This is an optimization exercise on Yosys and OpenROAD, whose aim is small area, a short achievable clock period and few clock cycles per item, not a production implementation.
The RTL was checked by simulation tests, not by an equivalence proof against the original design.

==> flow/design.v, too long to show whole: its modules and the start of the top module <==
// module fl_comp: 8483 lines
module fl_comp (
    input  wire               clk,
    input  wire               rst,
    input  wire               in_valid,
    output wire               in_ready,
    input  wire               in_start,      
    input  wire               in_settle,     
    input  wire               in_forced,     
    input  wire               in_ff_en,      
    input  wire signed [23:0] in_p,          
    input  wire        [13:0] in_centre,     
    input  wire signed [8:0]  in_code,       
    input  wire signed [17:0] in_ffd,        
    input  wire signed [23:0] cfg_ki,
    input  wire signed [23:0] cfg_b0,
    input  wire signed [23:0] cfg_b1,
    input  wire signed [23:0] cfg_b2,
    input  wire signed [23:0] cfg_a1,
    input  wire signed [23:0] cfg_a2,
    input  wire        [3:0]  cfg_gsh,
    input  wire        [15:0] cfg_imin,
    input  wire        [15:0] cfg_imax,
    input  wire        [15:0] cfg_dmin,
    input  wire        [15:0] cfg_dmax,
    input  wire        [15:0] cfg_ipre,
    input  wire        [15:0] cfg_ffd_max,
    input  wire               cfg_ovr_int,
    output reg                out_valid,
    output reg         [15:0] out_d,
    output reg                out_dsat_hi,
    output reg                out_dsat_lo,
    output reg                out_hold,
    output reg  signed [17:0] out_x,
    output reg  signed [39:0] out_i
);
  // ...
==> flow/flow/run.sh <==
#!/bin/bash
# The standard layout (the standard.sh) with two changes in how it is made:
#  - Yosys's synth skips its early generic ABC pass (-noabc). The design's
#    carry-save trees are written out as full adders; that pass re-encodes
#    their polarity, so extract_fa then needs an inverter on many adder pins.
#    Registers are untouched; the final ABC mapping runs as usual.
#  - the port buffers are buf_2 cells instead of the default delay-buffer pick.
set -euo pipefail
export SYNTH_ARGS=-noabc
export BUFFER_PORTS_ARGS="-buffer_cell sky130_fd_sc_hd__buf_2"
bash standard.sh > standard_flow.log 2>&1
==> flow/standard.sh <==
#!/bin/bash
# synth_recipe.tcl (not shown) runs the flow's synth.tcl, then flattens the netlist and writes it again
# the make line also repeats each setting of config.mk as NAME=value (left out here)
make -C /OpenROAD-flow-scripts/flow DESIGN_CONFIG=/design/flow/config.mk WORK_HOME=/design/flow/orfs CLKGATE_MAP_FILE= SYNTH_SCRIPT=/design/flow/synth_recipe.tcl "${@:-finish}"
==> flow/config.mk <==
export PLATFORM = sky130hd
export DESIGN_NAME = fl_comp
export DESIGN_NICKNAME = fl_comp
export VERILOG_FILES = /design/flow/design.v
export SDC_FILE = /design/flow/constraint.sdc
export NUM_CORES = 4
export LEC_CHECK = 0
export ABC_AREA = 1
export CAP_MARGIN = 20
export CORE_MARGIN = 2
export CORE_UTILIZATION = 40
export SLEW_MARGIN = 30
==> flow/constraint.sdc <==
create_clock -name core_clock -period 45.0 [get_ports {clk}]
set_input_delay 9.0000 -clock core_clock [delete_from_list [all_inputs] [get_ports {clk}]]
set_output_delay 9.0000 -clock core_clock [all_outputs]
set_load 0.01 [all_outputs]
==> results by group, run 1 <==
Run status
  – Run status: timing/DRC/antenna clean

Worst setup path
  – Slowest cell delay on critical path: about 1000 ps
  – Critical register-to-register path startpoint: s1_ki_neg[3]$_DFFE_PP_
  – Worst Reg2Reg Path Length in Cells: 36

Clock tree
  – Clock latency of the later-clocked register in the worst-skew pair: approximately 950 ps
  – TritonCTS buffer count: roughly 120
  – Number of hold buffers added after cts: 0

Place
  – Pre-CTS setup slack: approximately 34,000 ps
  – HPWL after detailed placement: 375,700 um

Detailed routing
  – DRT Wirelength: between 500,000 and 600,000 um

Yosys
  – #FFs+latches synth: approximately 940
  – Leading cell types by count after synthesis: sky130_fd_sc_hd__xor2_1 (1,978), sky130_fd_sc_hd__fa_1 (1,868), sky130_fd_sc_hd__o22ai_1 (1,780)
  – Post-synth top area share: 30.32%
  – Post-synthesis xor/xnor area fraction: between 10 and 15%

Layout
  – Number of ordinary inverters in the final layout: approximately 1,200
  – Largest reg by FF count: s1_bp
  – P&R area growth vs syn: 8.233%

Flow run
  – Max-cap violation count: 0

Timing
  – Headroom to the max-slew limit: roughly a quarter
  – Measured slew at the worst slew-check pin: 1090 ps
  – Final WS setup: between 30,000 and 40,000 ps
  – Achievable clock frequency: 0.09558 GHz

Global routing
  – Met2 layer usage reported by global route: 45.36%
  – Met3 Use GR: about 14%

Floorplan
  – Tapcell Cnt: between 4,000 and 5,000
Testbench counts, summed over its fixed seeds: cycles 12,143, items 12,000.
==> inputs of run 2 (changes only) <==
--- a/flow/config.mk
+++ b/flow/config.mk
@@ -9,4 +9,4 @@
 export CAP_MARGIN = 20
 export CORE_MARGIN = 2
 export CORE_UTILIZATION = 40
-export SLEW_MARGIN = 30
+export SLEW_MARGIN = 45
==> run 2 against run 1 <==
Non-clock buffer count grew 20. Via count is essentially flat. Worst setup slack gained 60 ps. Die area is the same. Sequential share of layout area is essentially flat. Synthesized area is the same. Register-to-register slack gained 170 ps. Flip-flop and latch count is the same. Final cell count is essentially flat. Critical path type is now reg -> out. Highest routed layer unchanged.
==> results by group, run 2 <==
Floorplan
  – I/O pins: a little under 400
  – Die area: around 310,000 um2
  – Horiz. Die Dim: 559.3 um
  – Initial standard-cell utilization of the core: between 40 and 50%
  – Standard-cell row count: 203
  – Vert. Die Dim: 559.3 um
  – Core region area: 306,300 um2

Timing
  – Setup clock skew after layout: roughly 93 ps
  – Headroom to the max-slew limit: 36.15% (+11 points)
  – Time the worst path needs with I/O delays and setup: 10,400 ps
  – Final number of setup-violating endpoints: 0
  – RSZ-0062 raised after global routing: no
  – Measured slew at the worst slew-check pin: 954.6 ps (-135.0 ps)
  – Final WS setup: 34,600 ps (+59.90 ps)
  – Total negative slack: 0 ps
  – Final slew viol count: 0
  – Fraction of the cycle the final worst path needs: ~23%
  – Achievable clock frequency: 0.09613 GHz (+0.58%)
  – Final Hold Vio Count: 0

Yosys
  – Synth unique cells: 73
  – Post-synth top area share: 30.32% (unchanged)
  – Share of synthesized area occupied by flip-flops and latches: roughly a fifth
  – Netlist Area Pre-Place: approximately 120,000 um2
  – Yosys warnings: 1
  – Synthesized area per cell: around 9.5 um2
  – Leading cell types by count after synthesis: sky130_fd_sc_hd__xor2_1 (1,978), sky130_fd_sc_hd__fa_1 (1,868), sky130_fd_sc_hd__o22ai_1 (1,780)
  – Synthesized netlist cell count: 13,000
  – #FFs+latches synth: 937 (unchanged)
  – Post-synth top flop: sky130_fd_sc_hd__dfxtp_1
  – Cell with the most instances after synthesis: sky130_fd_sc_hd__xor2_1
  – Biggest area consumer among synthesized cells: sky130_fd_sc_hd__fa_1
  – Number of enable-type register cells in the synthesized netlist: between 400 and 500
  – Ys async rst share: 0%
  – Dominant cells by area after synthesis: sky130_fd_sc_hd__fa_1 (30%), sky130_fd_sc_hd__xor2_1 (14%), sky130_fd_sc_hd__edfxtp_1 (11%), sky130_fd_sc_hd__o22ai_1 (9.0%), sky130_fd_sc_hd__dfxtp_1 (7.7%)

Detailed routing
  – DRT Wirelength: 522,900 um (about the same)
  – Iteration-0 DRC Markers: about 15,000
  – Via density per instance: around 6.2
  – Remaining antenna violation count: 0
  – Drt pass-1 iters: 9
  – Number of vias in the routed layout: between 100k and 150k
  – Detailed-route DRC error count: 0
  – Mean routed wirelength per cell: a little over 30 um

Layout
  – Final-layout fill cell count: 29,830
  – Share of post-route cells with drive strength above 1: a little over 9%
  – Total area of sequential cells: roughly 23,000 um2
  – Highest-count cells in the layout ignoring fill and taps: sky130_fd_sc_hd__xor2_1 (1,958), sky130_fd_sc_hd__fa_1 (1,868), sky130_fd_sc_hd__o22ai_1 (1,780)
  – P&R area growth vs syn: 8.403%
  – Largest reg by FF count: s1_bp
  – Flip-flop count of the largest register after layout: 43
  – Fin nets: 15,740
  – Most frequent standard cell in the layout excluding fill and tap cells: sky130_fd_sc_hd__xor2_1
  – Total area of multi-input combinational cells: ~90,000 um2

Global routing
  – Global-route wire length before repair: roughly 750,000 um
  – Largest net degree at the start of global routing: 81
  – Initial antenna violation count: 32
  – Sum of overflow across all layers after global routing: 0
  – Number of global-route vias before repair: approximately 100k
  – Combined global-route utilization of all metal layers: 32.52%

Worst setup path
  – Slack of the worst reg-to-reg path: 34,710 ps
  – Number of cells on the critical path: 1
  – Category of cells accounting for the largest share of critical-path delay: flip-flops
  – Cell with the largest stage delay on the worst path: sky130_fd_sc_hd__dfxtp_1
  – WP data required: 36,000 ps
  – Ordered cell list for the critical path: buf_2
  – Slowest cell delay on critical path: 330 ps (-680 ps)
  – Crit path max fanout: 2
  – Worst Reg2Reg Path Length in Cells: 37 (+2.8%)
  – Critical register-to-register path startpoint: x1_q[11]$_DFFE_PP_
  – Count of buffer and inverter cells on the critical path: 1
  – Critical path launch point type: flip-flop
  – FF-to-FF End: i_q[39]$_DFFE_PP_
  – Critical path start-end classification: reg -> out
  – Critical Path AT: 1400 ps
  – Endpoint type of the worst setup path: output port

Clock tree
  – TritonCTS buffer count: 112 (-2.6%)
  – Clk sink count: about 940
  – Clk buf depth: 4
  – Clock-pin slew reported for the worst setup and hold paths after clock tree synthesis: 60 ps
  – Number of hold buffers added after cts: 0 (unchanged)
  – Post-CTS setup buffer count: 0
  – H-tree lvl count: 3
  – Clock latency of the later-clocked register in the worst-skew pair: 930 ps (-20 ps)
  – CTS tree: built
  – Resized cells post-CTS: 0
  – Cell at the root of the clock tree: sky130_fd_sc_hd__clkbuf_16

Flow run
  – Max-cap violation count: 0 (unchanged)

Place
  – Placer congestion estimate: 1.042
  – Port-buffer cells: about 400
  – HPWL after detailed placement: 376,900 um (+0.32%)
  – Pre-CTS setup slack: 33,690 ps (+6.000 ps)

Hold path
  – Beginning of the worst hold path: s1_dmin[8]$_DFFE_PP_
  – Destination of the worst hold path: s2_dmin[8]$_DFF_P_
  – Type of the most critical hold path: reg -> reg
  – Cell depth of the worst hold path: 0

Run status
  – Run status: timing/DRC/antenna clean
[run 2: cell types whose count changed in the layout (fill, tap and decap cells not counted), moves of 6 or more]
cell                       change
sky130_fd_sc_hd__clkinv_1     -15
sky130_fd_sc_hd__o21ai_0      -11
sky130_fd_sc_hd__inv_1        -12
sky130_fd_sc_hd__xor2_2        +6
sky130_fd_sc_hd__xor2_1        -7
sky130_fd_sc_hd__o21ai_1      +11
sky130_fd_sc_hd__buf_4         -7
sky130_fd_sc_hd__clkbuf_1      +7
sky130_fd_sc_hd__buf_6        +19
sky130_fd_sc_hd__clkinv_2     +17
[run 2: cells by family (layout without fill, tap and decap cells)]
logic type | after synthesis | count (layout) | synth area share, %
AND/OR/NAND/NOR | 2151 | 2151 | 7.193
multiplexers | 64 | 64 | 0.5631
AO/OA/AOI/OAI | 3103 | 3103 | 15.21
buffers and inverters | 2201 | 2165 | 6.756
adder cells (fa/ha/maj) | 2528 | 2528 | 37.02
other | 2 | 30 | 0.006089
XOR/XNOR | 2014 | 2014 | 14.30
flip-flops | 937 | 937 | 18.95
[run 2: layout make-up]
class / instances / share of cell area, %
Tap cell: 4100 / 3.837
Antenna cell: 10 / 0.01872
Multi-Input combinational cell: 9880 / 68.91
Inverter: 1236 / 3.495
Clock inverter: 53 / 0.3481
Sequential cell: 937 / 17.49
Clock buffer: 150 / 2.427
Timing Repair Buffer: 726 / 3.476
[run 2: stage by stage]
| step | util [%] | hold slack, ps | instances | instance area [um2] |
|---|---|---|---|---|
| floorplan | - | 309.6 | 13020 | 123400 |
| global placement | 42.23 | 325.4 | 16860 | 129400 |
| detailed placement | 42.38 | 314.3 | 16870 | 129800 |
| CTS | 43.59 | 332.6 | 17080 | 133500 |
| global route | 43.64 | 337.1 | 17090 | 133700 |
| finish | 43.65 | 321.5 | 17090 | 133700 |
[run 2: routing by layer]
metal | wire (um) | track usage (%) | share of wire, % | vias to the layer above
met5 | 448 | 0.1982 | 0.086 | -
li1 | - | - | - | 43770
met2 | 211500 | 45.76 | 40 | 8134
met4 | 37930 | 19.03 | 7.3 | 32
met3 | 79150 | 14.56 | 15 | 2007
met1 | 193900 | 40.86 | 37 | 51820
[run 2: how the worst max path moves through the flow]
stage | start | to | slack (ps)
2_1_floorplan | cfg_gsh[0] | rdy_q$_DFF_P_ | 34150
5_1_grt | x1_q[11]$_DFFE_PP_ | i_q[39]$_DFFE_PP_ | 34220
6_report | rdy_q$_DFF_P_ | in_ready | 34600
3_5_place_dp | cfg_gsh[0] | rdy_q$_DFF_P_ | 33690
4_1_cts | rdy_q$_DFF_P_ | in_ready | 34540
3_3_place_gp | cfg_gsh[0] | rdy_q$_DFF_P_ | 33610
==> inputs of run 3 (changes only) <==
--- a/flow/config.mk
+++ b/flow/config.mk
@@ -8,5 +8,5 @@
 export ABC_AREA = 1
 export CAP_MARGIN = 20
 export CORE_MARGIN = 2
-export CORE_UTILIZATION = 40
-export SLEW_MARGIN = 45
+export CORE_UTILIZATION = 55
+export SLEW_MARGIN = 20
==> run 3 against run 2 <==
Design area fell by 1.3%. Global-route usage rose by 14 points. Maximum frequency fell by 2.2%. Worst setup slack got worse by 230 ps. Die area fell by 27%. Via count rose by 3.6%. First-iteration DRC count rose by 11%. Flip-flop and latch count did not move. Critical path type is now in -> reg.
==> results by group, run 3 <==
Run status
  – Run status: timing/DRC/antenna clean

Worst setup path
  – Endpoint type of the worst setup path: flip-flop
  – Critical Path AT: 11,340 ps (+9940 ps)
  – WP data required: 45,710 ps (+9710 ps)
  – Category of cells accounting for the largest share of critical-path delay: compound AO/OA/AOI/OAI gates
  – Cell with the largest stage delay on the worst path: sky130_fd_sc_hd__a21boi_0
  – Slowest cell delay on critical path: 430 ps (+100 ps)
  – Count of buffer and inverter cells on the critical path: 3 (+2)
  – Critical path launch point type: input pin
  – Number of cells on the critical path: 11 (+10)
  – Ordered cell list for the critical path: buf_2, inv_1, ha_1, fa_1, nor2_1, nor2_1, a21boi_0, inv_1, o211ai_1, o21ai_0, nor4_1
  – Worst Reg2Reg Path Length in Cells: 35 (-5.4%)
  – Crit path max fanout: 5 (+3)
  – Critical path start-end classification: in -> reg

Yosys
  – Leading cell types by count after synthesis: sky130_fd_sc_hd__xor2_1 (1,978), sky130_fd_sc_hd__fa_1 (1,868), sky130_fd_sc_hd__o22ai_1 (1,780)
  – Dominant cells by area after synthesis: sky130_fd_sc_hd__fa_1 (30%), sky130_fd_sc_hd__xor2_1 (14%), sky130_fd_sc_hd__edfxtp_1 (11%), sky130_fd_sc_hd__o22ai_1 (9.0%), sky130_fd_sc_hd__dfxtp_1 (7.7%)
  – Compound-gate portion of the synthesized area: 15.21% (unchanged)
  – Adder and majority gate portion of the synthesized area: 37.02% (unchanged)
  – Netlist Area Pre-Place: 123,300 um2 (unchanged)
  – Ys async rst share: 0% (unchanged)
  – Basic-gate share of the synthesized area counting and, or, nand and nor cells: 7.193% (unchanged)
  – Mux cell area share after synthesis: 0.5631% (unchanged)
  – Synthesized netlist cell count: 13,000 (unchanged)
  – Synthesized area per cell: 9.487 um2 (unchanged)
  – Yosys warnings: 1 (unchanged)
  – Number of enable-type register cells in the synthesized netlist: 461 (unchanged)
  – Biggest area consumer among synthesized cells: sky130_fd_sc_hd__fa_1
  – Share of synthesized area occupied by flip-flops and latches: 18.95% (unchanged)
  – Cell with the most instances after synthesis: sky130_fd_sc_hd__xor2_1
  – Post-synth top area share: 30.32% (unchanged)
  – Post-synthesis xor/xnor area fraction: 14.30% (unchanged)
  – Synth unique cells: 73 (unchanged)
  – Combinational family with the most area after synthesis: adder cells
  – #FFs+latches synth: 937 (unchanged)
  – Post-synth top flop: sky130_fd_sc_hd__dfxtp_1

Timing
  – Final Hold Vio Count: 0 (unchanged)
  – Setup clock skew after layout: 94.65 ps (+1.226 ps)
  – Final slew viol count: 0 (unchanged)
  – Final-layout worst hold slack: 284.1 ps (-37.42 ps)
  – Total negative slack: 0 ps (unchanged)
  – Final number of setup-violating endpoints: 0 (unchanged)
  – Time the worst path needs with I/O delays and setup: 10,630 ps (+229.4 ps)
  – Achievable clock frequency: 0.09406 GHz (-2.2%)
  – Fraction of the cycle the final worst path needs: 23.63% (+0.51 points)
  – Headroom to the max-slew limit: 7.092% (-29 points)
  – RSZ-0062 raised after global routing: no
  – Measured slew at the worst slew-check pin: 1389 ps (+434.3 ps)

Clock tree
  – Clock latency of the later-clocked register in the worst-skew pair: 870 ps (-60 ps)
  – Number of hold buffers added after cts: 0 (unchanged)
  – Post-CTS setup buffer count: 0 (unchanged)
  – TritonCTS buffer count: 109 (-2.7%)
  – Resized cells post-CTS: 0 (unchanged)
  – CTS tree: built
  – H-tree lvl count: 3 (unchanged)
  – Clk sink count: 937 (unchanged)
  – Cell at the root of the clock tree: sky130_fd_sc_hd__clkbuf_16
  – Clock-pin slew reported for the worst setup and hold paths after clock tree synthesis: 70 ps (about the same)
  – Clk buf depth: 3 (-1)

Detailed routing
  – Drt pass-1 iters: 14 (+5)
  – Remaining antenna violation count: 0 (unchanged)
  – Number of vias in the routed layout: 109,500 (+3.6%)
  – Iteration-0 DRC Markers: 16,870 (+11%)
  – Mean routed wirelength per cell: 34.15 um (+12%)
  – Via density per instance: 6.874 (+11%)
  – Detailed-route DRC error count: 0 (unchanged)
  – DRT Wirelength: 544,100 um (+4.0%)

Layout
  – Share of post-route cells with drive strength above 1: 8.667% (-0.48 points)
  – Highest-count cells in the layout ignoring fill and taps: sky130_fd_sc_hd__xor2_1 (1,966), sky130_fd_sc_hd__fa_1 (1,868), sky130_fd_sc_hd__o22ai_1 (1,780)
  – Largest reg by FF count: s1_bp
  – Flip-flop count of the largest register after layout: 43 (unchanged)
  – End-of-flow core utilization: 59.29% (+16 points)
  – Cell area after layout: 131,900 um2 (-1.3%)
  – Fin nets: 15,690 (-0.29%)
  – Most frequent standard cell in the layout excluding fill and tap cells: sky130_fd_sc_hd__xor2_1
  – P&R area growth vs syn: 6.976%

Hold path
  – Type of the most critical hold path: reg -> reg
  – Cell depth of the worst hold path: 0 (unchanged)

Flow run
  – Max-cap violation count: 0 (unchanged)

Place
  – Placed instance area: 127,800 um2 (-1.5%)
  – Placer congestion estimate: 1.104 (+6.0%)
  – HPWL after detailed placement: 387,700 um (+2.9%)
  – Port-buffer cells: 395 (unchanged)

Floorplan
  – Standard-cell row count: 173 (-15%)
  – Core region area: 222,500 um2 (-27%)
  – Vert. Die Dim: 477.5 um (-15%)
  – Die area: 228,000 um2 (-27%)
  – I/O pins: 396 (unchanged)
  – Initial standard-cell utilization of the core: 55.42% (+15 points)
  – Horiz. Die Dim: 477.5 um (-15%)

Global routing
  – Global-route wire length before repair: 776,300 um (+4.2%)
  – Largest net degree at the start of global routing: 118 (+46%)
  – Initial antenna violation count: 30 (-6.3%)
  – Combined global-route utilization of all metal layers: 46.98% (+14 points)
  – Sum of overflow across all layers after global routing: 0 (unchanged)
  – Number of global-route vias before repair: 110,200 (+5.6%)
[run 3: cell counts after synthesis]
No cell type changed its count.
[run 3: path summary, 6_finish.rpt]
check / startpoint / to / slack (ps)
max: cfg_gsh[0] / rdy_q$_DFF_P_ / 34370
min: s1_dmin[9]$_DFFE_PP_ / s2_dmin[9]$_DFF_P_ / 280
max reg2reg: s1_ki_neg[4]$_DFFE_PP_ / i_q[1]$_DFFE_PP_ / 34720
min reg2reg: s1_dmin[9]$_DFFE_PP_ / s2_dmin[9]$_DFF_P_ / 280
[run 3: cell type report]
class                           count  area, um2
Clock buffer                      131       2932
Sequential cell                   937      23380
Clock inverter                     77      880.8
Fill cell                       19170      90590
Antenna cell                       12      30.03
Multi-Input combinational cell   9880      92070
Tap cell                         2975       3722
Timing Repair Buffer              684       4260
Inverter                         1236       4653
[run 3: layer usage]
metal | routed length, um | track usage [%] | up-vias
met2 | 217600 | 64.91 | 9629
met4 | 52510 | 34.10 | 56
met1 | 188400 | 56.56 | 53290
met3 | 83480 | 22.16 | 2851
met5 | 2070 | 5.756 | -
li1 | - | - | 43690
[run 3: stage by stage]
step	cells	setup slack (ps)
after floorplan	13020	34150
after global routing	15930	34130
after global placement	15700	33400
final	15930	34370
after CTS	15910	34450
after detailed placement	15700	33560
[run 3: logic make-up after synthesis]
kind of cell,after synthesis
compound gates,3103
fa+ha+maj,2528
buf+inv,2201
simple gates,2151
xor+xnor,2014
flops,937
mux,64
other cells,2

## static timing again, ports no longer ideal
How much do the figures lean on ideal ports? The routed layouts below were timed once more, with nothing changed but the port constraints.
Step 1, drivers: a clkbuf_16 drives clk and a buf_2 each remaining input, both assumed.
Step 2 moves the port delays by t, midway between the first and last clock arrival at a register: inputs arrive t later, outputs are due t later. That takes back most of the time a late clock gives input paths.
a / b / c = ideal / step 1 / step 2; a / b = the first two.
| run | t (ns) | setup WS [ns] | worst setup path after step 2 | worst register clock-pin slew, ns | cell pins on the clock port's net |
|---|---|---|---|---|---|
| run 1 | 1.004 | 34.538 / 34.451 / 33.691 | input to register | 0.09 / 0.09 | 1 |
| run 2 | 0.993 | 34.598 / 34.485 / 33.714 | input to register | 0.09 / 0.09 | 1 |
| run 3 | 0.923 | 34.368 / 34.447 / 33.523 | input to register | 0.08 / 0.08 | 1 |
After both steps every run listed still meets setup and hold. For run 2, which loses most, drivers alone change the setup slack by -0.113 ns; drivers and shift together by -0.884 ns.
